Context: an optimization exercise on an open-source flow, tuned for small area, a short achievable clock period and few clock cycles per item. The choices shown serve that exercise and are no tape-out recipe. RTL that was checked went through simulation tests only; none was proved equivalent to the original. The RTL of runs 3 and 4 was laid out without a check of its function.

<file path="design.v">
module yx_sha256 (
  input  wire         clk,
  input  wire         rst,       
  input  wire         start,
  input  wire         first,
  input  wire [511:0] block,     
  output wire         ready,
  output reg          done,
  output wire [255:0] digest     
);
  localparam [31:0] IV0 = 32'h6a09e667, IV1 = 32'hbb67ae85,
                    IV2 = 32'h3c6ef372, IV3 = 32'ha54ff53a,
                    IV4 = 32'h510e527f, IV5 = 32'h9b05688c,
                    IV6 = 32'h1f83d9ab, IV7 = 32'h5be0cd19;
  function [31:0] rotr(input [31:0] x, input integer n);
    rotr = (x >> n) | (x << (32 - n));
  endfunction
  function [31:0] csa_s(input [31:0] x, input [31:0] y, input [31:0] z);
    csa_s = x ^ y ^ z;
  endfunction
  function [31:0] csa_c(input [31:0] x, input [31:0] y, input [31:0] z);
    csa_c = ((x & y) | (x & z) | (y & z)) << 1;
  endfunction
  function [31:0] sk_add(input [31:0] x, input [31:0] y);
    reg [31:0] gg, pp;
    integer i, k;
    begin
      gg = x & y;
      pp = x ^ y;
      for (k = 1; k < 32; k = k * 2) begin
        for (i = 31; i >= 0; i = i - 1) begin
          if ((i / k) % 2 == 1) begin
            gg[i] = gg[i] | (pp[i] & gg[(i / k) * k - 1]);
            pp[i] = pp[i] & pp[(i / k) * k - 1];
          end
        end
      end
      sk_add = x ^ y ^ {gg[30:0], 1'b0};
    end
  endfunction
  function [31:0] ks_add(input [31:0] x, input [31:0] y);
    reg [31:0] gg, pp, gn, pn;
    integer i, k;
    begin
      gg = x & y;
      pp = x ^ y;
      for (k = 1; k < 32; k = k * 2) begin
        for (i = 0; i < 32; i = i + 1) begin
          if (i >= k) begin
            gn[i] = gg[i] | (pp[i] & gg[i-k]);
            pn[i] = pp[i] & pp[i-k];
          end else begin
            gn[i] = gg[i];
            pn[i] = pp[i];
          end
        end
        gg = gn;
        pp = pn;
      end
      ks_add = x ^ y ^ {gg[30:0], 1'b0};
    end
  endfunction
  localparam [2047:0] K_ALL = {
    32'h428a2f98, 32'h71374491, 32'hb5c0fbcf, 32'he9b5dba5,
    32'h3956c25b, 32'h59f111f1, 32'h923f82a4, 32'hab1c5ed5,
    32'hd807aa98, 32'h12835b01, 32'h243185be, 32'h550c7dc3,
    32'h72be5d74, 32'h80deb1fe, 32'h9bdc06a7, 32'hc19bf174,
    32'he49b69c1, 32'hefbe4786, 32'h0fc19dc6, 32'h240ca1cc,
    32'h2de92c6f, 32'h4a7484aa, 32'h5cb0a9dc, 32'h76f988da,
    32'h983e5152, 32'ha831c66d, 32'hb00327c8, 32'hbf597fc7,
    32'hc6e00bf3, 32'hd5a79147, 32'h06ca6351, 32'h14292967,
    32'h27b70a85, 32'h2e1b2138, 32'h4d2c6dfc, 32'h53380d13,
    32'h650a7354, 32'h766a0abb, 32'h81c2c92e, 32'h92722c85,
    32'ha2bfe8a1, 32'ha81a664b, 32'hc24b8b70, 32'hc76c51a3,
    32'hd192e819, 32'hd6990624, 32'hf40e3585, 32'h106aa070,
    32'h19a4c116, 32'h1e376c08, 32'h2748774c, 32'h34b0bcb5,
    32'h391c0cb3, 32'h4ed8aa4a, 32'h5b9cca4f, 32'h682e6ff3,
    32'h748f82ee, 32'h78a5636f, 32'h84c87814, 32'h8cc70208,
    32'h90befffa, 32'ha4506ceb, 32'hbef9a3f7, 32'hc67178f2
  };
  reg         ebusy;                       
  reg         ei, ei_iv, ei_h;             
  reg         er61, er62, er63;            
  reg  [5:0]  kidx;                        
  reg  [31:0] e, f, g;                     
  reg  [31:0] p, q;                        
  reg  [31:0] kq;                          
  reg  [31:0] kw;                          
  reg  [31:0] t1;                          
  reg  [31:0] w [0:14];                    
  reg  [31:0] w15s, w15c;                  
  reg         pi, pi_iv, pi_h;             
  reg         pa_iv, pa_h;                 
  reg         ai, ai_iv, ai_h;             
  reg         al61, al62, al63;            
  reg  [31:0] a, b, c;                     
  reg         fst;                         
  reg  [31:0] h0, h1, h2, h3, h4, h5, h6, h7;
  wire idle = ~ebusy & ~ei;
  assign ready  = idle | er62;
  assign digest = {h0, h1, h2, h3, h4, h5, h6, h7};
  wire accept = start & ready;
  wire [31:0] big_s1 = rotr(e, 6) ^ rotr(e, 11) ^ rotr(e, 25);
  wire [31:0] ch     = (e & f) ^ (~e & g);
  wire [31:0] e_s1 = csa_s(p, ch, big_s1),   e_c1 = csa_c(p, ch, big_s1);
  wire [31:0] t_s1 = csa_s(q, ch, big_s1),   t_c1 = csa_c(q, ch, big_s1);
  wire [31:0] e_rnd = sk_add(e_s1, e_c1);     
  wire [31:0] t_rnd = sk_add(t_s1, t_c1);     
  wire [31:0] big_s0 = rotr(a, 2) ^ rotr(a, 13) ^ rotr(a, 22);
  wire [31:0] maj    = (a & b) ^ (a & c) ^ (b & c);
  wire [31:0] a_s1 = csa_s(t1, maj, big_s0), a_c1 = csa_c(t1, maj, big_s0);
  wire [31:0] a_rnd = sk_add(a_s1, a_c1);     
  wire [31:0] sel_a = fst ? (al61 ? IV3 : al62 ? IV2 : IV1) : (al61 ? h3 : al62 ? h2 : h1);
  wire [31:0] sel_e = fst ? (er61 ? IV7 : er62 ? IV6 : IV5) : (er61 ? h7 : er62 ? h6 : h5);
  wire [31:0] add_a = sk_add(sel_a, a);
  wire [31:0] add_e = sk_add(sel_e, e);
  wire [31:0] base0 = fst ? IV0 : h0;
  wire [31:0] base4 = fst ? IV4 : h4;
  wire [31:0] sml_s0 = rotr(w[1], 7) ^ rotr(w[1], 18) ^ (w[1] >> 3);
  wire [31:0] sml_s1 = rotr(w[14], 17) ^ rotr(w[14], 19) ^ (w[14] >> 10);
  wire [31:0] w_s1   = csa_s(w[0], w[9], sml_s0),  w_c1 = csa_c(w[0], w[9], sml_s0);
  wire [31:0] w_s2   = csa_s(w_s1, w_c1, sml_s1),   w_c2 = csa_c(w_s1, w_c1, sml_s1);
  wire [31:0] w15    = sk_add(w15s, w15c);
  wire [31:0] op_d  = pi_iv ? IV3 : pi_h ? h3 : pa_iv ? IV2 : pa_h ? h2 : b;
  wire [31:0] op_h  = pi_iv ? IV7 : pi_h ? h7 : g;
  wire [31:0] op_kw = pi ? w[0] : kw;
  wire [31:0] op_q  = pi ? 32'h428a2f98 : er62 ? base0 : 32'd0;
  wire [31:0] op_p  = pi ? 32'h428a2f98 : er62 ? base4 : 32'd0;
  wire [31:0] q_s1  = csa_s(op_h, op_q, op_kw),  q_c1 = csa_c(op_h, op_q, op_kw);
  wire [31:0] p_s1  = csa_s(op_h, op_p, op_kw),  p_c1 = csa_c(op_h, op_p, op_kw);
  wire [31:0] p_s2  = csa_s(p_s1, p_c1, op_d),   p_c2 = csa_c(p_s1, p_c1, op_d);
  wire [31:0] q_nx  = sk_add(q_s1, q_c1);
  wire [31:0] p_nx  = sk_add(p_s2, p_c2);
  wire [5:0]  kidx_nx = accept ? 6'd1 : kidx + 6'd1;
  wire [31:0] kw_nx = sk_add(kq, w[1]);
  wire        rnd_e = ~ei | (er63 & ei_h);     
  wire        rnd_a = ~ai | (al63 & ai_h);     
  wire [31:0] e_alt = ei_iv ? IV4 : h4;
  wire [31:0] f_alt = ei_iv ? IV5 : er63 ? add_e : h5;
  wire [31:0] g_alt = ei_iv ? IV6 : h6;
  wire [31:0] a_alt = ai_iv ? IV0 : h0;
  wire [31:0] b_alt = ai_iv ? IV1 : al63 ? add_a : h1;
  wire [31:0] c_alt = ai_iv ? IV2 : h2;
  integer i;
  always @(posedge clk) begin
    if (rst) begin
      ebusy <= 1'b0;
      ei    <= 1'b0;
      ei_iv <= 1'b0;
      ei_h  <= 1'b0;
      er61  <= 1'b0;
      er62  <= 1'b0;
      er63  <= 1'b0;
      ai    <= 1'b0;
      pi    <= 1'b0;
      pi_iv <= 1'b0;
      pi_h  <= 1'b0;
      pa_iv <= 1'b0;
      pa_h  <= 1'b0;
      ai_iv <= 1'b0;
      ai_h  <= 1'b0;
      al61  <= 1'b0;
      al62  <= 1'b0;
      al63  <= 1'b0;
      done  <= 1'b0;
    end else begin
      ei    <= accept;
      ei_iv <= accept & first;
      ei_h  <= accept & ~first;
      er61  <= ebusy & (kidx == 6'd62);
      er62  <= er61;
      er63  <= er62;
      if (ei)
        ebusy <= 1'b1;
      else if (er63)
        ebusy <= 1'b0;
      ai    <= ei;
      pi_iv <= first & start & ready;
      pi_h  <= ~first & start & ready;
      pi    <= (first & start & ready) | (~first & start & ready);
      pa_iv <= pi_iv;
      pa_h  <= pi_h;
      ai_iv <= ei_iv;
      ai_h  <= ei_h;
      al61  <= er61;
      al62  <= al61;
      al63  <= al62;
      done  <= al63;
    end
  end
  always @(posedge clk) begin
    kidx <= kidx_nx;
    kq   <= K_ALL[2047 - 32*kidx_nx -: 32];
    if (ai) fst <= ai_iv;
    if (er61) h7 <= add_e;
    if (er62) h6 <= add_e;
    if (er63) begin h5 <= add_e; h4 <= e_rnd; end
    if (al61) h3 <= add_a;
    if (al62) h2 <= add_a;
    if (al63) begin h1 <= add_a; h0 <= a_rnd; end
    p  <= p_nx;
    q  <= q_nx;
    kw <= kw_nx;
    t1 <= t_rnd;
    e  <= rnd_e ? e_rnd : e_alt;
    a  <= rnd_a ? a_rnd : a_alt;
    if (ei) begin
      f <= f_alt; g <= g_alt;
    end else begin
      f <= e; g <= f;
    end
    if (ai) begin
      b <= b_alt; c <= c_alt;
    end else begin
      b <= a; c <= b;
    end
    if (ready) begin
      for (i = 0; i < 15; i = i + 1)
        w[i] <= block[511 - 32*i -: 32];
      w15s <= block[31:0];
      w15c <= 32'd0;
    end else begin
      for (i = 0; i < 14; i = i + 1)
        w[i] <= w[i + 1];
      w[14] <= w15;
      w15s  <= w_s2;
      w15c  <= w_c2;
    end
  end
endmodule
</file>
<file path="flow/run.sh">
#!/bin/bash
set -euo pipefail
export BUFFER_PORTS_ARGS="-buffer_cell sky130_fd_sc_hd__buf_1"
bash standard.sh > standard_flow.log 2>&1
</file>
<file path="standard.sh">
#!/bin/bash
# synth_recipe.tcl (not shown) runs the flow's synth.tcl, then flattens the netlist and writes it again
# the make line also repeats each setting of config.mk as NAME=value (left out here)
make -C /OpenROAD-flow-scripts/flow DESIGN_CONFIG=/design/flow/config.mk WORK_HOME=/design/flow/orfs CLKGATE_MAP_FILE= SYNTH_SCRIPT=/design/flow/synth_recipe.tcl "${@:-finish}"
</file>
<file path="config.mk">
export PLATFORM = sky130hd
export DESIGN_NAME = yx_sha256
export DESIGN_NICKNAME = yx_sha256
export VERILOG_FILES = /design/flow/design.v
export SDC_FILE = /design/flow/constraint.sdc
export NUM_CORES = 4
export LEC_CHECK = 0
export CAP_MARGIN = 20
export CORE_MARGIN = 2
export CORE_UTILIZATION = 55
export CTS_BUF_LIST = sky130_fd_sc_hd__clkbuf_16
export CTS_CLUSTER_DIAMETER = 70
export CTS_CLUSTER_SIZE = 20
export SETUP_SLACK_MARGIN = 4.1
export SLEW_MARGIN = 20
</file>
<file path="constraint.sdc">
create_clock -name core_clock -period 8.0 [get_ports {clk}]
set_input_delay 1.6000 -clock core_clock [delete_from_list [all_inputs] [get_ports {clk}]]
set_output_delay 1.6000 -clock core_clock [all_outputs]
set_load 0.01 [all_outputs]
</file>
==> impl_metrics.yaml, run 1 <==
sta:
  maxSlewHeadroom: 0.244
  hold_viol_final: 0
  setup_viol: 0
  fin_crit_ns: 4.42
  clock_skew_ns: 0.0351
  drv_slew: 0
  fin_crit_sh: 0.553
  rsz0062_at_grt: "true"
  tightest_slew_ns: 1.12
  fmax_mhz: 226
  tns_ns: 0
floorplan:
  die_h_um: 342
  coreArea_mm2: 0.114
  io-pin-count: 774
  num_rows: 124
  die-area_mm2: 0.117
  start_util: 0.553
  die-width_um: 342
clock_tree:
  clock-root-buffer: "clkbuf_16"
  ctsHoldBuffers: 0
  cts_tree: "yes"
  cts_buffers: 81
  cts.sinks: 1175
  clk_pin_slew_ns: 0.08
  clock_path_buffers: 3
  htreeDepth: 3
  insertion_delay_ns: 0.71
yosys:
  avgSynthCellArea_um2: 8.97
  synthesis.area_mm2: 0.0629
  synth_edf_count: 193
  synth_compound_area_frac: 0.121
  synth-simple-area-share: 0.166
  async_reset_ff_frac: 0
  yosys_warnings: 2
  synth.most_common_cell: "nand2_1"
  synth_cells: 7017
  synthAdderAreaFrac: 0.154
  synth_top_family_by_area: "simple AND/OR/NAND/NOR gates"
  synth.area.top_cells: "dfxtp_1 (31%), nand2_1 (11%), edfxtp_1 (9.2%)"
  synth_top_area_frac: 0.312
  yosysTopAreaCell: "dfxtp_1"
  ys_top_cells_by_count: "nand2_1 (1774), dfxtp_1 (982), inv_1 (546), xnor2_1 (350), clkbuf_1 (311)"
  ys_ff_latch: 1175
  yosysSeqAreaShare: 0.404
  synth.mux.area_fraction: 0.0326
  synth_top_flop_cell: "dfxtp_1"
  ys_types: 81
  synth-xor-area-share: 0.0675
  syn_nets: 8124
route:
  dr_wl_met2_mm: 116
  vias: 54400
  wl_met1_mm: 91.1
  viasPerCell: 5.78
  routed_wirelength_mm: 248
  met3WireLength_mm: 18.4
  wire_per_inst_um: 26.4
  drtPass1Iterations: 7
  drtIter0Drc: 5283
  drc_errors: 0
  dr.max_layer_used: "met5"
  ant_nets: 0
layout:
  drive_gt1_frac: 0.126
  syn2layout_area_growth_pct: 19.8
  final_util: 0.662
  top_register: "w"
  finalNonFillerCells: 9416
  fillers: 9477
  fin_nets: 8943
  largest_register_ffs: 480
job:
  maxCapViolCount: 0
grt:
  grt_pass1_wl_mm: 348
  grt_pass1_vias: 52700
  gr-usage-all-layers: 0.408
  overflow: 0
  antenna_found_initial: 11
  grt_max_degree: 123
setup_path:
  start_kind: "register"
  reg2reg_slack_ns: 3.58
  endpoint_kind: "register"
  path_class: "register to register"
  worstPathMaxFanout: 5
  cp.arrival_ns: 5.03
  critPathRequiredTime_ns: 8.61
placed_design:
  place_congestion: 1.01
  place_inst: 9006
  portBuffers: 773
  dpl.hpwl_mm: 182
run_status:
  outcome: "complete, no violations"
hold_path:
  hp-class: "register to register"
==> placed cells by master, fill, tap and decap left out, types with 67 or more instances in the layout <==
cell type  Yosys  routed
a21o_1       123     122
nor3_1        76      67
ha_1         304     272
fa_1         287     274
mux2i_1      104      81
nor2_1       269     244
a21oi_1      226     185
clkbuf_16      0      88
o21ai_0      306     250
xor2_1       132     116
xnor2_1      350     308
buf_4          0     203
edfxtp_1     193     193
dfxtp_1      982     918
nand2_1     1774    1756
buf_1         33     772
inv_1        546     538
==> timing repair <==
action | in CTS | in global routing
gates cloned | 14 | 4
gates resized for setup | 318 | 318
buffers inserted | 141 | 100
pin swaps | 94 | 145
endpoints found under the setup margin | 495 | 288
==> per-layer routing <==
layer  up-vias  GRT usage
li1      24700          -
met1     26200      0.489
met2      2708      0.666
met3       772     0.0602
met4         4      0.308
met5         -          0
==> final cells by class <==
type | count | area (um2) | share of cell area
antenna | 7 | 17.5 | 0.000232
clock buffer | 85 | 2130 | 0.0282
clock inverter | 59 | 574 | 0.00761
inverter | 548 | 2120 | 0.0281
multi-input combinational | 4939 | 36700 | 0.487
sequential | 1175 | 25600 | 0.339
tap | 1512 | 1890 | 0.0251
timing repair buffer | 1091 | 6360 | 0.0843
==> kinds of logic (layout without fill, tap and decap cells) <==
family / Yosys count / after routing
other cells: 0 / 7
buf+inv: 907 / 1783
xor+xnor: 483 / 484
compound gates: 1154 / 1156
simple gates: 2506 / 2507
fa+ha+maj: 603 / 603
flops: 1175 / 1175
mux: 189 / 189
==> worst max-delay path, stage by stage, from the launching register on <==
cell and delay (ns):
dfxtp_4 0.41, buf_12 0.14, buf_12 0.14, buf_4 0.12, nor2b_1 0.04, a211o_1 0.38, fa_1 0.53, inv_1 0.05
fa_1 0.48, inv_1 0.06, ha_4 0.23, a21oi_4 0.18, o21ai_2 0.09, o31a_1 0.37, a32oi_2 0.25, a41oi_2 0.18
and4_4 0.20, a2111oi_4 0.28, xnor2_1 0.18
==> worst paths after layout <==
kind / startpoint / end / cells past startpoint
min: w[7][12]$_DFF_P_ / w[6][12]$_DFF_P_ / 2
max: pi_h$_SDFF_PP0_ / p[31]$_DFF_P_ / 18
min reg2reg: w[7][12]$_DFF_P_ / w[6][12]$_DFF_P_ / 2
max reg2reg: pi_h$_SDFF_PP0_ / p[31]$_DFF_P_ / 18
==> stage by stage <==
stage | setup WS, ns | cell area (um2) | hold WS, ns
after global placement | 2.80 | 67400 | 0.395
after global routing | 3.47 | 75400 | 0.426
after CTS | 3.59 | 73100 | 0.414
after detailed placement | 2.73 | 67400 | 0.397
final | 3.58 | 75400 | 0.411
after floorplan | 3.67 | 63600 | 0.392
Testbench counts, summed over its fixed seeds: cycles 50,528, blocks 789.
==> run 2: changes to the inputs <==
--- a/config.mk
+++ b/config.mk
@@ -11,5 +11,5 @@
 export CTS_BUF_LIST = sky130_fd_sc_hd__clkbuf_16
 export CTS_CLUSTER_DIAMETER = 70
 export CTS_CLUSTER_SIZE = 20
-export SETUP_SLACK_MARGIN = 4.1
+export SETUP_SLACK_MARGIN = 3.9
 export SLEW_MARGIN = 20
==> impl_metrics.yaml, run 2 <==
route:
  wire_per_inst_um: 25.9
  drtPass1Iterations: 6
  ant_nets: 0
  vias: 53700
  routed_wirelength_mm: 241
  drc_errors: 0
  drtIter0Drc: 5186
  viasPerCell: 5.76
layout:
  syn2layout_area_growth_pct: 16.6
  top_register: "w"
  seq_area_mm2: 0.0255
  drive_gt1_frac: 0.0979
  final_cell_mix: "nand2_1 (1767), dfxtp_1 (934), buf_1 (773)"
  fillers: 9959
  final_common_cell: "nand2_1"
  largest_register_ffs: 480
  multi_input_area_mm2: 0.0357
  fin_nets: 8846
  finalNonFillerCells: 9327
sta:
  fmax_mhz: 231
  rsz0062_at_grt: "true"
  drv_slew: 0
  fin_crit_sh: 0.541
  fin_crit_ns: 4.33
  worst_slack_ns: 3.67
  tns_ns: 0
  holdWs_ns: 0.416
  clock_skew_ns: 0.0179
  hold_viol_final: 0
  setup_viol: 0
  tightest_slew_ns: 1.13
  maxSlewHeadroom: 0.247
placed_design:
  place_ws_ns: 2.65
  place_inst: 9006
  portBuffers: 773
  place_congestion: 1.01
  dpl.hpwl_mm: 181
grt:
  antenna_found_initial: 23
  overflow: 0
  grt_pass1_wl_mm: 340
  gr-usage-all-layers: 0.398
  grt_max_degree: 221
  grt_pass1_vias: 51900
setup_path:
  critPathRequiredTime_ns: 8.57
  reg2reg_to: "p[31]$_DFF_P_"
  worstPathMaxFanout: 4
  cp-endpoint: "p[31]$_DFF_P_"
  endpoint_kind: "register"
  cp.arrival_ns: 4.91
  reg2reg_from: "er62$_SDFF_PP0_"
  critPathLaunch: "er62$_SDFF_PP0_"
  path_class: "register to register"
  reg2reg_slack_ns: 3.67
  start_kind: "register"
  reg2reg_depth: 18
yosys:
  synthesis.area_mm2: 0.0629
  yosys_warnings: 2
  yosysTopAreaCell: "dfxtp_1"
  ys_types: 81
  avgSynthCellArea_um2: 8.97
  async_reset_ff_frac: 0
  synth.area.top_cells: "dfxtp_1 (31%), nand2_1 (11%), edfxtp_1 (9.2%)"
  syn_nets: 8124
  ys_ff_latch: 1175
  synth_top_area_frac: 0.312
  synth_top_flop_cell: "dfxtp_1"
  synth_edf_count: 193
  yosysSeqAreaShare: 0.404
  synth_cells: 7017
  ys_top_cells_by_count: "nand2_1 (1774), dfxtp_1 (982), inv_1 (546), xnor2_1 (350), clkbuf_1 (311)"
  synth.most_common_cell: "nand2_1"
floorplan:
  start_util: 0.553
  die-area_mm2: 0.117
  io-pin-count: 774
  die_h_um: 342
  coreArea_mm2: 0.114
  num_rows: 124
  die-width_um: 342
clock_tree:
  cts.sinks: 1175
  cts_buffers: 84
  cts_tree: "yes"
  insertion_delay_ns: 0.70
  htreeDepth: 3
  ctsHoldBuffers: 0
  clk_pin_slew_ns: 0.09
  clock-root-buffer: "clkbuf_16"
  clock_path_buffers: 3
job:
  maxCapViolCount: 0
run_status:
  outcome: "complete, no violations"
hold_path:
  hp-class: "register to register"
==> run 2: changes by cell type in the layout (fill, tap and decap cells not counted), sizes merged <==
cell,delta
o21ba,-1
inv,+12
bufinv,-2
clkbuf,+9
buf,-99
diode,+5
bufbuf,-5
clkinv,-8
nor2,-1
clkinvlp,+1
==> run 2: cell type report <==
| cell class | count | area share |
|---|---|---|
| diodes | 12 | 0.000409 |
| clock buffers | 89 | 0.0303 |
| clock inverters | 61 | 0.00784 |
| inverters | 548 | 0.0288 |
| multi-input cells | 4937 | 0.487 |
| flip-flops and latches | 1175 | 0.348 |
| well taps | 1512 | 0.0258 |
| repair buffers | 992 | 0.0720 |
| repair inverters | 1 | 0.000119 |
==> run 2: routing by layer <==
layer  routed length [um]  GRT usage
met1                89000      0.481
met2               114000      0.657
met3                18800     0.0634
met4                19400      0.267
met5                  122          0
==> run 2: kinds of logic (layout without fill, tap and decap cells) <==
logic type               after synthesis  in the layout  synth area share
other                                  0             12                 0
multiplexers                         189            189            0.0326
AO/OA/AOI/OAI                       1154           1155             0.121
AND/OR/NAND/NOR                     2506           2506             0.166
XOR/XNOR                             483            484            0.0675
buffers and inverters                907           1691            0.0544
flip-flops                          1175           1175             0.404
adder cells (fa/ha/maj)              603            603             0.154
==> run 2: worst min-delay path by stage <==
stage	from	to	slack, ns	cells after the start
2_1_floorplan	w[11][0]$_DFF_P_	w[10][0]$_DFF_P_	0.39	2
3_3_place_gp	w[4][25]$_DFF_P_	w[3][25]$_DFF_P_	0.40	2
3_5_place_dp	w[7][18]$_DFF_P_	w[6][18]$_DFF_P_	0.40	2
4_1_cts	w[6][5]$_DFF_P_	w[5][5]$_DFF_P_	0.41	2
5_1_grt	w[6][5]$_DFF_P_	w[5][5]$_DFF_P_	0.43	2
6_report	w[6][5]$_DFF_P_	w[5][5]$_DFF_P_	0.42	2
==> run 2: per-stage QoR <==
stage / area, um2 / utilization
detailed placement: 67200 / 0.590
floorplan: 63500 / -
global route: 73400 / 0.645
finish: 73400 / 0.645
CTS: 72100 / 0.633
global placement: 67200 / 0.590
==> run 2: repair_timing <==
action / 4_1_cts / 5_1_grt
pin swaps: 53 / 67
cloned: 9 / 7
endpoints found under the setup margin: 304 / 142
resized for setup: 211 / 173
setup buffers: 99 / 44
==> run 2: worst max-delay path, cell delays in order, from the launching register on <==
cell and delay [ns]:
dfxtp_4 0.45, buf_12 0.14, nor2b_4 0.24, buf_6 0.14, nor2b_4 0.16, buf_6 0.12, and2_4 0.14, fa_1 0.42
fa_1 0.49, ha_4 0.29, nand4_1 0.16, or3_1 0.41, inv_2 0.08, and3_4 0.19, a32oi_4 0.06, a41oi_2 0.24
and4_1 0.27, a2111oi_4 0.05, xnor2_1 0.14
==> run 3: changes to the inputs <==
--- a/design.v
+++ b/design.v
@@ -91,6 +91,7 @@
   reg  [31:0] w15s, w15c;                  
   reg         pi, pi_iv, pi_h;             
   reg         pa_iv, pa_h;                 
+  reg         ph_iv, ph_h;                 
   reg         ai, ai_iv, ai_h;             
   reg         al61, al62, al63;            
   reg  [31:0] a, b, c;                     
@@ -122,7 +123,7 @@
   wire [31:0] w_s2   = csa_s(w_s1, w_c1, sml_s1),   w_c2 = csa_c(w_s1, w_c1, sml_s1);
   wire [31:0] w15    = sk_add(w15s, w15c);
   wire [31:0] op_d  = pi_iv ? IV3 : pi_h ? h3 : pa_iv ? IV2 : pa_h ? h2 : b;
-  wire [31:0] op_h  = pi_iv ? IV7 : pi_h ? h7 : g;
+  wire [31:0] op_h  = ph_iv ? IV7 : ph_h ? h7 : g;
   wire [31:0] op_kw = pi ? w[0] : kw;
   wire [31:0] op_q  = pi ? 32'h428a2f98 : er62 ? base0 : 32'd0;
   wire [31:0] op_p  = pi ? 32'h428a2f98 : er62 ? base4 : 32'd0;
@@ -157,6 +158,8 @@
       pi_h  <= 1'b0;
       pa_iv <= 1'b0;
       pa_h  <= 1'b0;
+      ph_iv <= 1'b0;
+      ph_h  <= 1'b0;
       ai_iv <= 1'b0;
       ai_h  <= 1'b0;
       al61  <= 1'b0;
@@ -180,6 +183,8 @@
       pi    <= (first & start & ready) | (~first & start & ready);
       pa_iv <= pi_iv;
       pa_h  <= pi_h;
+      ph_iv <= ready & first & start;
+      ph_h  <= ready & ~first & start;
       ai_iv <= ei_iv;
       ai_h  <= ei_h;
       al61  <= er61;
--- a/config.mk
+++ b/config.mk
@@ -11,5 +11,5 @@
 export CTS_BUF_LIST = sky130_fd_sc_hd__clkbuf_16
 export CTS_CLUSTER_DIAMETER = 70
 export CTS_CLUSTER_SIZE = 20
-export SETUP_SLACK_MARGIN = 3.9
+export SETUP_SLACK_MARGIN = 3.7
 export SLEW_MARGIN = 20
==> impl_metrics.yaml, run 3 <==
layout:
  fin_nets: 8719
  final_cell_mix: "nand2_1 (1751), dfxtp_1 (942), buf_1 (773)"
  fillers: 9738
  final_util: 0.639
  syn2layout_area_growth_pct: 15.2
  multi_input_area_mm2: 0.0347
  top_register: "w"
  seq_area_mm2: 0.0256
  largest_register_ffs: 480
  final_common_cell: "nand2_1"
  finalNonFillerCells: 9184
  drive_gt1_frac: 0.0844
yosys:
  yosysSeqAreaShare: 0.408
  synthesis.area_mm2: 0.0624
  yosysTopAreaCell: "dfxtp_1"
  synth.area.top_cells: "dfxtp_1 (32%), nand2_1 (11%), edfxtp_1 (9.3%)"
  synth_top_flop_cell: "dfxtp_1"
  synth.most_common_cell: "nand2_1"
  syn_nets: 8049
  ys_types: 77
  async_reset_ff_frac: 0
  synth_cells: 6942
  avgSynthCellArea_um2: 9.00
  synth_top_area_frac: 0.315
  yosys_warnings: 2
  synth_edf_count: 193
  ys_ff_latch: 1177
  ys_top_cells_by_count: "nand2_1 (1760), dfxtp_1 (984), inv_1 (524), xnor2_1 (348), clkbuf_1 (318)"
sta:
  fin_crit_sh: 0.565
  fin_crit_ns: 4.52
  tightest_slew_ns: 1.25
  hold_viol_final: 0
  maxSlewHeadroom: 0.162
  rsz0062_at_grt: "true"
  setup_viol: 0
  drv_slew: 0
  clock_skew_ns: 0.0214
  tns_ns: 0
  fmax_mhz: 221
clock_tree:
  insertion_delay_ns: 0.70
  clk_pin_slew_ns: 0.08
  htreeDepth: 3
  cts_tree: "yes"
  cts.sinks: 1177
  cts_buffers: 85
  clock-root-buffer: "clkbuf_16"
  clock_path_buffers: 3
setup_path:
  path_class: "register to register"
  reg2reg_depth: 24
  endpoint_kind: "register"
  worstPathMaxFanout: 5
  critPathRequiredTime_ns: 8.58
  cp.arrival_ns: 5.10
  start_kind: "register"
grt:
  gr-usage-all-layers: 0.396
  grt_pass1_wl_mm: 335
  antenna_found_initial: 14
  overflow: 0
  grt_max_degree: 234
  grt_pass1_vias: 50700
route:
  drtPass1Iterations: 6
  routed_wirelength_mm: 237
  viasPerCell: 5.68
  wire_per_inst_um: 25.8
  drtIter0Drc: 5191
  drc_errors: 0
  ant_nets: 0
  vias: 52200
floorplan:
  die-area_mm2: 0.116
  coreArea_mm2: 0.112
  io-pin-count: 774
  start_util: 0.555
  die_h_um: 341
  die-width_um: 341
  num_rows: 123
placed_design:
  place_inst: 8919
  place_congestion: 1.05
  dpl.hpwl_mm: 180
  portBuffers: 773
hold_path:
  hp-class: "register to register"
  hold_path_depth: 2
run_status:
  outcome: "complete, no violations"
job:
  maxCapViolCount: 0
==> run 3: worst max-delay path: stages, from the launching register on <==
cell,delay [ns]
dfxtp_4,0.36
buf_12,0.12
buf_8,0.12
buf_12,0.13
clkinv_8,0.05
nor2_4,0.03
buf_12,0.15
buf_8,0.13
a21o_1,0.16
fa_1,0.50
inv_1,0.05
fa_1,0.48
inv_2,0.05
ha_4,0.26
o211ai_1,0.09
nand2_1,0.10
o211ai_1,0.10
buf_4,0.17
o21ai_4,0.20
a31oi_4,0.15
o31ai_4,0.27
o211ai_1,0.16
a31oi_1,0.29
a21oi_1,0.13
xnor2_1,0.14
==> run 3: cell families (layout without fill, tap and decap cells) <==
logic type      Yosys count  after routing  synth area share
compound gates         1113           1113             0.116
xor+xnor                481            482            0.0677
fa+ha+maj               603            603             0.155
buf+inv                 886           1617            0.0536
flops                  1177           1177             0.408
mux                     197            197            0.0343
other cells               0             10                 0
simple gates           2485           2485             0.165
==> run 3: final cells by class <==
type                       instances  area share
timing repair inverter             1    0.000122
tap                             1500      0.0261
clock buffer                      91      0.0317
antenna                           10    0.000348
timing repair buffer             936      0.0655
clock inverter                    58     0.00905
sequential                      1177       0.356
multi-input combinational       4880       0.483
inverter                         531      0.0285
==> run 3: final timing paths <==
path,endpoint,start,slack (ns)
hold reg to reg,w[10][30]$_DFF_P_,w[11][30]$_DFF_P_,0.41
setup reg to reg,p[31]$_DFF_P_,er62$_SDFF_PP0_,3.48
setup / recovery,p[31]$_DFF_P_,er62$_SDFF_PP0_,3.48
hold / removal,w[10][30]$_DFF_P_,w[11][30]$_DFF_P_,0.41
==> run 3: per-layer routing <==
metal | track usage | wire length [um]
met2 | 0.658 | 112000
met1 | 0.472 | 87500
met4 | 0.260 | 18200
met3 | 0.0698 | 18700
met5 | 0 | 42
==> run 3: repair_timing <==
action | 4_1_cts | 5_1_grt
setup endpoints to repair | 254 | 123
hold endpoints to repair | 0 | 0
gates resized for setup | 157 | 134
cloned | 8 | 3
hold buffers | 0 | 0
pin swaps | 38 | 50
buffers inserted | 59 | 36
==> run 3: through the flow <==
step | instance area (um2) | hold WS (ns) | setup slack, ns
2_1_floorplan | 62800 | 0.392 | 3.36
3_3_place_gp | 66600 | 0.395 | 2.31
3_5_place_dp | 66600 | 0.398 | 2.33
4_1_cts | 71000 | 0.413 | 3.50
5_1_grt | 71900 | 0.419 | 3.32
6_report | 71900 | 0.411 | 3.48
==> run 4: changes to the inputs <==
--- a/design.v
+++ b/design.v
@@ -20,23 +20,6 @@
   endfunction
   function [31:0] csa_c(input [31:0] x, input [31:0] y, input [31:0] z);
     csa_c = ((x & y) | (x & z) | (y & z)) << 1;
-  endfunction
-  function [31:0] sk_add(input [31:0] x, input [31:0] y);
-    reg [31:0] gg, pp;
-    integer i, k;
-    begin
-      gg = x & y;
-      pp = x ^ y;
-      for (k = 1; k < 32; k = k * 2) begin
-        for (i = 31; i >= 0; i = i - 1) begin
-          if ((i / k) % 2 == 1) begin
-            gg[i] = gg[i] | (pp[i] & gg[(i / k) * k - 1]);
-            pp[i] = pp[i] & pp[(i / k) * k - 1];
-          end
-        end
-      end
-      sk_add = x ^ y ^ {gg[30:0], 1'b0};
-    end
   endfunction
   function [31:0] ks_add(input [31:0] x, input [31:0] y);
     reg [31:0] gg, pp, gn, pn;
@@ -91,7 +74,8 @@
   reg  [31:0] w15s, w15c;                  
   reg         pi, pi_iv, pi_h;             
   reg         pa_iv, pa_h;                 
-  reg         ph_iv, ph_h;                 
+  reg         pr62;                        
+  reg         fst2;                        
   reg         ai, ai_iv, ai_h;             
   reg         al61, al62, al63;            
   reg  [31:0] a, b, c;                     
@@ -105,35 +89,35 @@
   wire [31:0] ch     = (e & f) ^ (~e & g);
   wire [31:0] e_s1 = csa_s(p, ch, big_s1),   e_c1 = csa_c(p, ch, big_s1);
   wire [31:0] t_s1 = csa_s(q, ch, big_s1),   t_c1 = csa_c(q, ch, big_s1);
-  wire [31:0] e_rnd = sk_add(e_s1, e_c1);     
-  wire [31:0] t_rnd = sk_add(t_s1, t_c1);     
+  wire [31:0] e_rnd = ks_add(e_s1, e_c1);     
+  wire [31:0] t_rnd = ks_add(t_s1, t_c1);     
   wire [31:0] big_s0 = rotr(a, 2) ^ rotr(a, 13) ^ rotr(a, 22);
   wire [31:0] maj    = (a & b) ^ (a & c) ^ (b & c);
   wire [31:0] a_s1 = csa_s(t1, maj, big_s0), a_c1 = csa_c(t1, maj, big_s0);
-  wire [31:0] a_rnd = sk_add(a_s1, a_c1);     
+  wire [31:0] a_rnd = ks_add(a_s1, a_c1);     
   wire [31:0] sel_a = fst ? (al61 ? IV3 : al62 ? IV2 : IV1) : (al61 ? h3 : al62 ? h2 : h1);
-  wire [31:0] sel_e = fst ? (er61 ? IV7 : er62 ? IV6 : IV5) : (er61 ? h7 : er62 ? h6 : h5);
-  wire [31:0] add_a = sk_add(sel_a, a);
-  wire [31:0] add_e = sk_add(sel_e, e);
-  wire [31:0] base0 = fst ? IV0 : h0;
-  wire [31:0] base4 = fst ? IV4 : h4;
+  wire [31:0] sel_e = fst2 ? (er61 ? IV7 : er62 ? IV6 : IV5) : (er61 ? h7 : er62 ? h6 : h5);
+  wire [31:0] add_a = sel_a + a;
+  wire [31:0] add_e = sel_e + e;
+  wire [31:0] base0 = fst2 ? IV0 : h0;
+  wire [31:0] base4 = fst2 ? IV4 : h4;
   wire [31:0] sml_s0 = rotr(w[1], 7) ^ rotr(w[1], 18) ^ (w[1] >> 3);
   wire [31:0] sml_s1 = rotr(w[14], 17) ^ rotr(w[14], 19) ^ (w[14] >> 10);
   wire [31:0] w_s1   = csa_s(w[0], w[9], sml_s0),  w_c1 = csa_c(w[0], w[9], sml_s0);
   wire [31:0] w_s2   = csa_s(w_s1, w_c1, sml_s1),   w_c2 = csa_c(w_s1, w_c1, sml_s1);
-  wire [31:0] w15    = sk_add(w15s, w15c);
+  wire [31:0] w15    = w15s + w15c;
   wire [31:0] op_d  = pi_iv ? IV3 : pi_h ? h3 : pa_iv ? IV2 : pa_h ? h2 : b;
-  wire [31:0] op_h  = ph_iv ? IV7 : ph_h ? h7 : g;
+  wire [31:0] op_h  = pi_iv ? IV7 : pi_h ? h7 : g;
   wire [31:0] op_kw = pi ? w[0] : kw;
-  wire [31:0] op_q  = pi ? 32'h428a2f98 : er62 ? base0 : 32'd0;
-  wire [31:0] op_p  = pi ? 32'h428a2f98 : er62 ? base4 : 32'd0;
+  wire [31:0] op_q  = pi ? 32'h428a2f98 : pr62 ? base0 : 32'd0;
+  wire [31:0] op_p  = pi ? 32'h428a2f98 : pr62 ? base4 : 32'd0;
   wire [31:0] q_s1  = csa_s(op_h, op_q, op_kw),  q_c1 = csa_c(op_h, op_q, op_kw);
   wire [31:0] p_s1  = csa_s(op_h, op_p, op_kw),  p_c1 = csa_c(op_h, op_p, op_kw);
   wire [31:0] p_s2  = csa_s(p_s1, p_c1, op_d),   p_c2 = csa_c(p_s1, p_c1, op_d);
-  wire [31:0] q_nx  = sk_add(q_s1, q_c1);
-  wire [31:0] p_nx  = sk_add(p_s2, p_c2);
+  wire [31:0] q_nx  = ks_add(q_s1, q_c1);
+  wire [31:0] p_nx  = ks_add(p_s2, p_c2);
   wire [5:0]  kidx_nx = accept ? 6'd1 : kidx + 6'd1;
-  wire [31:0] kw_nx = sk_add(kq, w[1]);
+  wire [31:0] kw_nx = kq + w[1];
   wire        rnd_e = ~ei | (er63 & ei_h);     
   wire        rnd_a = ~ai | (al63 & ai_h);     
   wire [31:0] e_alt = ei_iv ? IV4 : h4;
@@ -158,8 +142,7 @@
       pi_h  <= 1'b0;
       pa_iv <= 1'b0;
       pa_h  <= 1'b0;
-      ph_iv <= 1'b0;
-      ph_h  <= 1'b0;
+      pr62  <= 1'b0;
       ai_iv <= 1'b0;
       ai_h  <= 1'b0;
       al61  <= 1'b0;
@@ -183,8 +166,7 @@
       pi    <= (first & start & ready) | (~first & start & ready);
       pa_iv <= pi_iv;
       pa_h  <= pi_h;
-      ph_iv <= ready & first & start;
-      ph_h  <= ready & ~first & start;
+      pr62  <= ebusy & (kidx == 6'd63);
       ai_iv <= ei_iv;
       ai_h  <= ei_h;
       al61  <= er61;
@@ -197,6 +179,7 @@
     kidx <= kidx_nx;
     kq   <= K_ALL[2047 - 32*kidx_nx -: 32];
     if (ai) fst <= ai_iv;
+    if (ai) fst2 <= pa_iv;
     if (er61) h7 <= add_e;
     if (er62) h6 <= add_e;
     if (er63) begin h5 <= add_e; h4 <= e_rnd; end
==> impl_metrics.yaml, run 4 <==
route:
  drc_errors: 0
  ant_nets: 0
  drtIter0Drc: 6859
  wire_per_inst_um: 27.2
  drtPass1Iterations: 6
  routed_wirelength_mm: 267
  viasPerCell: 6.00
  vias: 58900
layout:
  syn2layout_area_growth_pct: 15.2
  fin_nets: 9291
  seq_area_mm2: 0.0256
  final_area_mm2: 0.0755
  final_cell_mix: "nand2_1 (1813), dfxtp_1 (945), buf_1 (773)"
  top_register: "w"
  largest_register_ffs: 480
  drive_gt1_frac: 0.0859
  final_common_cell: "nand2_1"
  final_util: 0.639
  fillers: 10200
  finalNonFillerCells: 9826
  multi_input_area_mm2: 0.0379
hold_path:
  hp-class: "register to register"
  hold_path_depth: 2
  whs_endpoint: "w[7][27]$_DFF_P_"
  hp-start: "w[8][27]$_DFF_P_"
yosys:
  synth.most_common_cell: "nand2_1"
  synthesis.area_mm2: 0.0655
  synth_cells: 7548
  ys_ff_latch: 1177
  async_reset_ff_frac: 0
  syn_nets: 8617
  ys_top_cells_by_count: "nand2_1 (1815), dfxtp_1 (983), inv_1 (544), xnor2_1 (384)"
  ys_types: 92
  synth.area.top_cells: "dfxtp_1 (30%), nand2_1 (10%), edfxtp_1 (8.9%)"
  yosysTopAreaCell: "dfxtp_1"
  avgSynthCellArea_um2: 8.68
  yosysSeqAreaShare: 0.389
  synth_top_area_frac: 0.300
  synth_top_flop_cell: "dfxtp_1"
  yosys_warnings: 2
  synth_edf_count: 194
sta:
  tns_ns: 0
  rsz0062_at_grt: "true"
  fmax_mhz: 218
  hold_viol_final: 0
  clock_skew_ns: 0.0394
  setup_viol: 0
  fin_crit_sh: 0.572
  tightest_slew_ns: 1.15
  drv_slew: 0
  maxSlewHeadroom: 0.232
  fin_crit_ns: 4.58
setup_path:
  critPathRequiredTime_ns: 8.58
  path_class: "register to register"
  endpoint_kind: "register"
  reg2reg_depth: 19
  reg2reg_to: "p[31]$_DFF_P_"
  critPathSlowestCell: "a22oi_1"
  crit_chain: "buf_4 -> nor2_2 -> buf_12 -> a22oi_1 -> nor2_1 -> fa_1 -> inv_2 -> ha_4 -> o21a_1 -> o31a_1 -> o31ai_4 -> a211oi_2 -> o21ai_2 -> a21oi_4 -> buf_6 -> o21ai_4 -> a21boi_2 -> buf_4 -> a311oi_2"
  cp.arrival_ns: 5.16
  crit_top_cell: "buf_4"
  cp_num_buf_inv: 5
  reg2reg_slack_ns: 3.42
  reg2reg_from: "pi_h$_SDFF_PP0_"
  start_kind: "register"
  path_delay_family: "compound AO/OA/AOI/OAI gates"
  worstPathMaxFanout: 32
  cpPeakStageDelay_ns: 0.58
clock_tree:
  cts_tree: "yes"
  clock_path_buffers: 3
  cts.sinks: 1177
  cts_buffers: 87
  ctsHoldBuffers: 0
  clock-root-buffer: "clkbuf_16"
  clk_pin_slew_ns: 0.09
  insertion_delay_ns: 0.74
  htreeDepth: 3
grt:
  grt_pass1_wl_mm: 374
  gr-usage-all-layers: 0.421
  antenna_found_initial: 23
  grt_max_degree: 222
  grt_pass1_vias: 55200
  overflow: 0
job:
  maxCapViolCount: 0
placed_design:
  placed_area_mm2: 0.0696
  dpl.hpwl_mm: 206
  portBuffers: 773
  place_congestion: 1.04
  place_inst: 9538
floorplan:
  num_rows: 126
  start_util: 0.555
  die_h_um: 349
  io-pin-count: 774
  die-width_um: 349
  coreArea_mm2: 0.118
  die-area_mm2: 0.122
run_status:
  outcome: "complete, no violations"
==> run 4: changes by cell type in the layout (fill, tap and decap cells not counted), sizes merged, moves of 24 or more <==
cell and delta:
a21o +49, a21oi +118, a31oi +24, buf +25
fa -32, inv +31, nand2 +58, nor2 +67
nor2b +26, o21ai +91, o21bai +29, xnor2 +36
==> run 4: what timing repair did <==
| item | in CTS | in global routing |
|---|---|---|
| pin swaps | 59 | 69 |
| endpoints found under the setup margin | 255 | 140 |
| setup buffers | 65 | 51 |
| gates cloned | 7 | 7 |
| gates resized for setup | 190 | 180 |
==> run 4: worst max-delay path by stage <==
stage / start / to / slack, ns / depth (start not counted)
finish: pi_h$_SDFF_PP0_ / p[31]$_DFF_P_ / 3.42 / 19
global route: pi_h$_SDFF_PP0_ / p[30]$_DFF_P_ / 3.36 / 18
detailed placement: start / kq[4]$_DFF_P_ / 2.30 / 15
global placement: start / kq[4]$_DFF_P_ / 2.43 / 15
floorplan: fst2$_DFFE_PP_ / p[28]$_DFF_P_ / 3.65 / 20
CTS: pi_h$_SDFF_PP0_ / p[28]$_DFF_P_ / 3.46 / 18
==> run 4: worst reg2reg max path, cell delays in order (launching register included) <==
cell and delay (ns):
dfxtp_4 0.53, buf_4 0.19, nor2_2 0.05, buf_12 0.16
a22oi_1 0.63, nor2_1 0.15, fa_1 0.58, inv_2 0.05
ha_4 0.27, o21a_1 0.12, o31a_1 0.25, o31ai_4 0.10
a211oi_2 0.30, o21ai_2 0.13, a21oi_4 0.28, buf_6 0.15
o21ai_4 0.06, a21boi_2 0.20, buf_4 0.16, a311oi_2 0.09
==> run 4: cells by family after synthesis <==
group / Yosys count / share of synthesized area
AO/OA/AOI/OAI: 1480 / 0.146
adder cells (fa/ha/maj): 562 / 0.136
AND/OR/NAND/NOR: 2679 / 0.171
flip-flops: 1177 / 0.389
multiplexers: 200 / 0.0328
XOR/XNOR: 518 / 0.0696
buffers and inverters: 932 / 0.0546
==> run 4: final cells by class <==
class | instances | area share
Multi-Input combinational cell | 5440 | 0.502
Sequential cell | 1177 | 0.339
Timing Repair Buffer | 965 | 0.0670
Clock buffer | 89 | 0.0295
Inverter | 549 | 0.0279
Tap cell | 1536 | 0.0255
Clock inverter | 58 | 0.00857
Antenna cell | 10 | 0.000331
Timing Repair inverter | 2 | 0.000298
==> run 4: metrics by stage <==
stage | worst slack [ns] | hold slack [ns]
final | 3.42 | 0.402
after global routing | 3.36 | 0.427
after CTS | 3.46 | 0.403
after detailed placement | 2.30 | 0.398
after global placement | 2.43 | 0.395
after floorplan | 3.65 | 0.392
==> run 4: routing by layer <==
metal | up-vias | routed length [um] | GRT usage
li1 | 26400 | - | -
met1 | 28200 | 98800 | 0.514
met2 | 3439 | 122000 | 0.677
met3 | 771 | 24400 | 0.0795
met4 | 26 | 22200 | 0.286
met5 | - | 172 | 0

-- port drivers added, routing unchanged --
How much do the figures lean on ideal ports? The routed layouts below were timed once more, with nothing changed but the port constraints.
Step 1 (the two cells are an assumption about what drives the block):
set clk [get_ports {clk}]
set_driving_cell -lib_cell sky130_fd_sc_hd__clkbuf_16 $clk
set_driving_cell -lib_cell sky130_fd_sc_hd__buf_2 [delete_from_list [all_inputs] $clk]
Step 2 times the ports against the registers' clock, not the clock port: input delays grow and output delays shrink by t, the midpoint of the rising clock arrivals with the driver on.
Slacks: ideal ports / drivers / drivers and shift; pairs: ideal ports / drivers.
| run | shift t [ns] | setup WS [ns] | hold slack, ns | latest minus earliest clock arrival (ns) | worst slew at a driven data input, ns |
|---|---|---|---|---|---|
| run 1 | 0.780 | 3.579 / 3.579 / 3.408 | 0.411 / 0.411 / 0.411 | 0.035 / 0.036 | 0.10 |
| run 2 | 0.780 | 3.669 / 3.669 / 3.256 | 0.416 / 0.416 / 0.416 | 0.020 / 0.019 | 0.20 |
| run 3 | 0.774 | 3.477 / 3.477 / 2.909 | 0.411 / 0.411 / 0.411 | 0.028 / 0.028 | 0.21 |
| run 4 | 0.788 | 3.420 / 3.420 / 3.198 | 0.402 / 0.402 / 0.402 | 0.039 / 0.039 | 0.18 |
After both steps setup and hold are still met in every run listed. For run 3, which loses most, drivers alone change the setup slack by 0.000 ns; drivers and shift together by -0.568 ns.
